This is an optimization exercise on Yosys and OpenROAD, whose aim is small area, a short achievable clock period and few clock cycles, not a production implementation. Function was checked by simulation only, so behaviour that the tests miss may differ from the original.

== lane 1 ==
// click_seq
module click_seq (
    input             clk,
    input             rst,
    input             start,
    input      [9:0]  start_entry,
    input             start_react,
    input      [15:0] start_src,
    input      [2:0]  start_sev,
    input             stop,
    input             retire,
    input      [24:0] step_limit,
    output            imem_en,
    output     [9:0]  imem_addr,
    input      [38:0] imem_rdata,
    output            imem_we,
    output     [38:0] imem_wdata,
    output            obj_req,
    output     [2:0]  obj_op,
    output     [27:0] obj_addr,
    output            obj_hi,
    output     [63:0] obj_wdata,
    input             obj_ack,
    input      [7:0]  obj_status,
    input      [31:0] obj_rdata,
    output            tx_abort,
    input      [31:0] ft_now,
    input      [23:0] evt_set,
    input      [23:0] evt_clr,
    output     [23:0] evt,
    output     [2:0]  state,
    output     [9:0]  pc,
  ...
clock: 12.0 ns
lec_check: 0
cap_margin: 20
core_margin: 2
core_utilization: 55
cts_buf_list: sky130_fd_sc_hd__clkbuf_8
setup_slack_margin: 5
slew_margin: 20
standard.sh (not shown) runs the stock make flow with config.mk's settings and CLKGATE_MAP_FILE= SYNTH_SCRIPT=/design/flow/synth_recipe.tcl, a recipe that flattens the netlist after the stock synthesis.
==> flow/flow/run.sh <==
#!/bin/bash
# The standard layout (the standard.sh) with two changes to how it is
# made:
# - the port buffers that global placement inserts use the smallest
#   buffer cell instead of the delay buffer buffer_ports picks by itself
#   (every input and output port still gets its own buffer);
# - timing repair aims for 6 ns of setup margin, fixing the worst path
#   only (TNS_END_PERCENT 0), so it keeps shortening the critical path
#   without upsizing every path below the margin.
# The flow's full output goes to standard_flow.log; ORFS keeps each
# step's log under orfs/logs/.
set -euo pipefail
export BUFFER_PORTS_ARGS="-buffer_cell sky130_fd_sc_hd__buf_1"
bash standard.sh SETUP_SLACK_MARGIN=6 TNS_END_PERCENT=0 finish > standard_flow.log 2>&1
Testbench counts of lane 1, summed over its fixed seeds: cycles 139,756.
Setup changes, lane 1 to lane 3
--- a/flow/design.v
+++ b/flow/design.v
@@ -70,13 +70,13 @@
     reg        wte;       
     reg        ehit_r;    
     reg        tge_r, tm1_r, tmx_r;
     reg        ft0_r;     
     reg [2:0]  oop;
     reg        ohi;
-    reg [6:0]  chk;       
+    reg [27:0] oaddr;
     reg        dbl;
     wire s_run  = (fsm == S_RUN);
     wire s_acc  = (fsm == S_ACC);
     wire s_wait = (fsm == S_WAIT);
     reg [5:0]  syn;
     reg        par_err;
@@ -137,14 +137,12 @@
     wire [15:0] i_imm = ins[15:0];
     wire [2:0]  d_sel = s_acc ? i_rd : dbg_sel;
     wire [31:0] va  = g[i_ra];
     wire [31:0] vb  = g[i_rb];
     wire [31:0] vd  = g[d_sel];
     wire [31:0] op2 = i_i ? {16'd0, i_imm} : vb;
-    wire        ldst = (i_op[4:1] == 4'b0100);                         
-    wire [31:0] opb = (i_i || ldst) ? {16'd0, i_imm} : vb;
     wire rd_z  = (i_rd == 3'd0);
     wire ra_z  = (i_ra == 3'd0);
     wire rb_z  = (i_rb == 3'd0);
     wire imm_z = (i_imm == 16'd0);
     wire op2_ok = i_i ? rb_z : imm_z;
     reg illegal;
@@ -199,13 +197,13 @@
     wire lim_hit   = (steps >= step_limit);
     wire [9:0] pc_p1  = pc_r + 10'd1;
     wire       at_end = (pc_r == 10'd1023);
     wire [9:0] stk_top = stk[sp[2:0] - 3'd1];
     wire        sub  = i_op == OP_SUB || i_op == OP_CMP;
     wire [31:0] aa   = wait_op ? ft_now : va;
-    wire [31:0] bb   = opb ^ {32{sub}};
+    wire [31:0] bb   = op2 ^ {32{sub}};
     wire [33:0] sum2 = {1'b0, aa, 1'b1} + {1'b0, bb, sub};
     wire [32:0] sum  = sum2[33:1];
     wire [31:0] t_diff = ft_now - tgt;
     wire        tick   = ft_now[0] ^ ft0_r;
     wire        t_done = (tge_r && !(tmx_r && tick)) || (tm1_r && tick);
     wire        op2_hz = (op2[30:1] == 30'd0);
@@ -246,21 +244,20 @@
             if (wr_lo) g[i_rd][15:0]  <= gw[15:0];
             if (wr_hi) g[i_rd][31:16] <= gw[31:16];
         end
     end
     always @(posedge clk) begin
         if (s_run) begin
-            tgt   <= ecc_err ? cw_fix[31:0] :
-                     (i_op == OP_WAITT && i_h) ? va :
-                     (i_op == OP_EMIT) ? {25'd0, va[6:0]} :
-                     (i_op == OP_TXB || i_op == OP_TXC) ? 32'd0 : sum[31:0];
-            chk   <= cw_fix[38:32];
+            tgt   <= ecc_err ? cw_fix[31:0] : (i_op == OP_WAITT && i_h) ? va : sum[31:0];
             nolim <= (op2 == 32'd0);
             wte   <= i_op[0];
             dbl   <= sec_double;
             ohi   <= i_h;
+            oaddr <= ecc_err ? {21'd0, cw_fix[38:32]} :
+                     (i_op == OP_EMIT) ? {21'd0, va[6:0]} :
+                     (i_op == OP_LDO || i_op == OP_STO) ? va[27:0] + {20'd0, i_imm[7:0]} : 28'd0;
             case (i_op)
                 OP_LDO:  oop <= ACC_LDO;
                 OP_STO:  oop <= ACC_STO;
                 OP_TXB:  oop <= ACC_TXB;
                 OP_TXC:  oop <= ACC_TXC;
                 default: oop <= ACC_EMIT;
@@ -422,16 +419,16 @@
     assign imem_en    = (fsm == S_FETCH) || s_run || s_acc || s_wait || (s_idle && start);
     assign imem_addr  = (s_run && redir_imm) ? i_imm[9:0] :
                         (s_run && is_ret)    ? stk_top :
                         (s_idle)             ? start_entry :
                         ((s_run && !stall_op) || (s_acc && obj_ack) || (s_wait && wdone)) ? pc_p1 : pc_r;
     assign imem_we    = (fsm == S_FIX) && !dbl;
-    assign imem_wdata = {chk, tgt};
+    assign imem_wdata = {oaddr[6:0], tgt};
     assign obj_req   = s_acc;
     assign obj_op    = oop;
-    assign obj_addr  = tgt[27:0];
+    assign obj_addr  = oaddr;
     assign obj_hi    = ohi;
     assign obj_wdata[31:0]  = (oop == ACC_STO)  ? vd :
                               (oop == ACC_TXC)  ? (i_i ? {16'd0, i_imm} : vb) :
                               (oop == ACC_EMIT) ? {28'd0, i_imm[3:0]} : 32'd0;
     assign obj_wdata[63:32] = ((oop == ACC_STO && !i_i) || oop == ACC_EMIT) ? vb : 32'd0;
     assign tx_abort  = tx_abort_r;
==> run summary <==
Final critical-path setup slack, lane 1 and lane 3, lower one = lane 1. Comparing lane 1 and lane 3, the lower post-synthesis adder-cell area fraction is on lane 1. Looking only at final hold slack, and setting everything else aside, the higher value of lane 1 and lane 3 goes to lane 1. Of the two values seen for critical path launch point, imem_rdata[22] was produced by lane 1 and imem_rdata[29] by lane 3. Lane 3 vs. lane 1: number of cells on the worst reg-to-reg path has increased; last weighted congestion value of the routability-driven placer lost 0.058; final wirelength shrank by about 9%.
Testbench counts of lane 3, summed over its fixed seeds: cycles 139,756.

==> afterwards: timing with drivers on the ports <==
The flow's constraints put no driver on any port. The routed layouts listed below were extracted and timed again, unchanged, in two steps.
Step 1 (the two cells are an assumption about what drives the block):
set clk [get_ports {clk}]
set_driving_cell -lib_cell sky130_fd_sc_hd__clkbuf_16 $clk
set_driving_cell -lib_cell sky130_fd_sc_hd__buf_2 [delete_from_list [all_inputs] $clk]
Step 2 times the ports against the registers' clock, not the clock port: input delays grow and output delays shrink by t, the midpoint of the rising clock arrivals with the driver on.
Three values: ideal, step 1, step 2; two values: the first two.
run | shift t [ns] | setup slack, ns | worst setup path after step 2
lane 1 | 0.774 | 5.000 / 4.960 / 4.222 | input to register
lane 3 | 0.784 | 5.020 / 4.964 / 4.273 | input to register
After both steps setup and hold are still met in every run listed. The setup slack of lane 1, which loses most, moves by -0.040 ns with the drivers and by -0.778 ns with both steps.
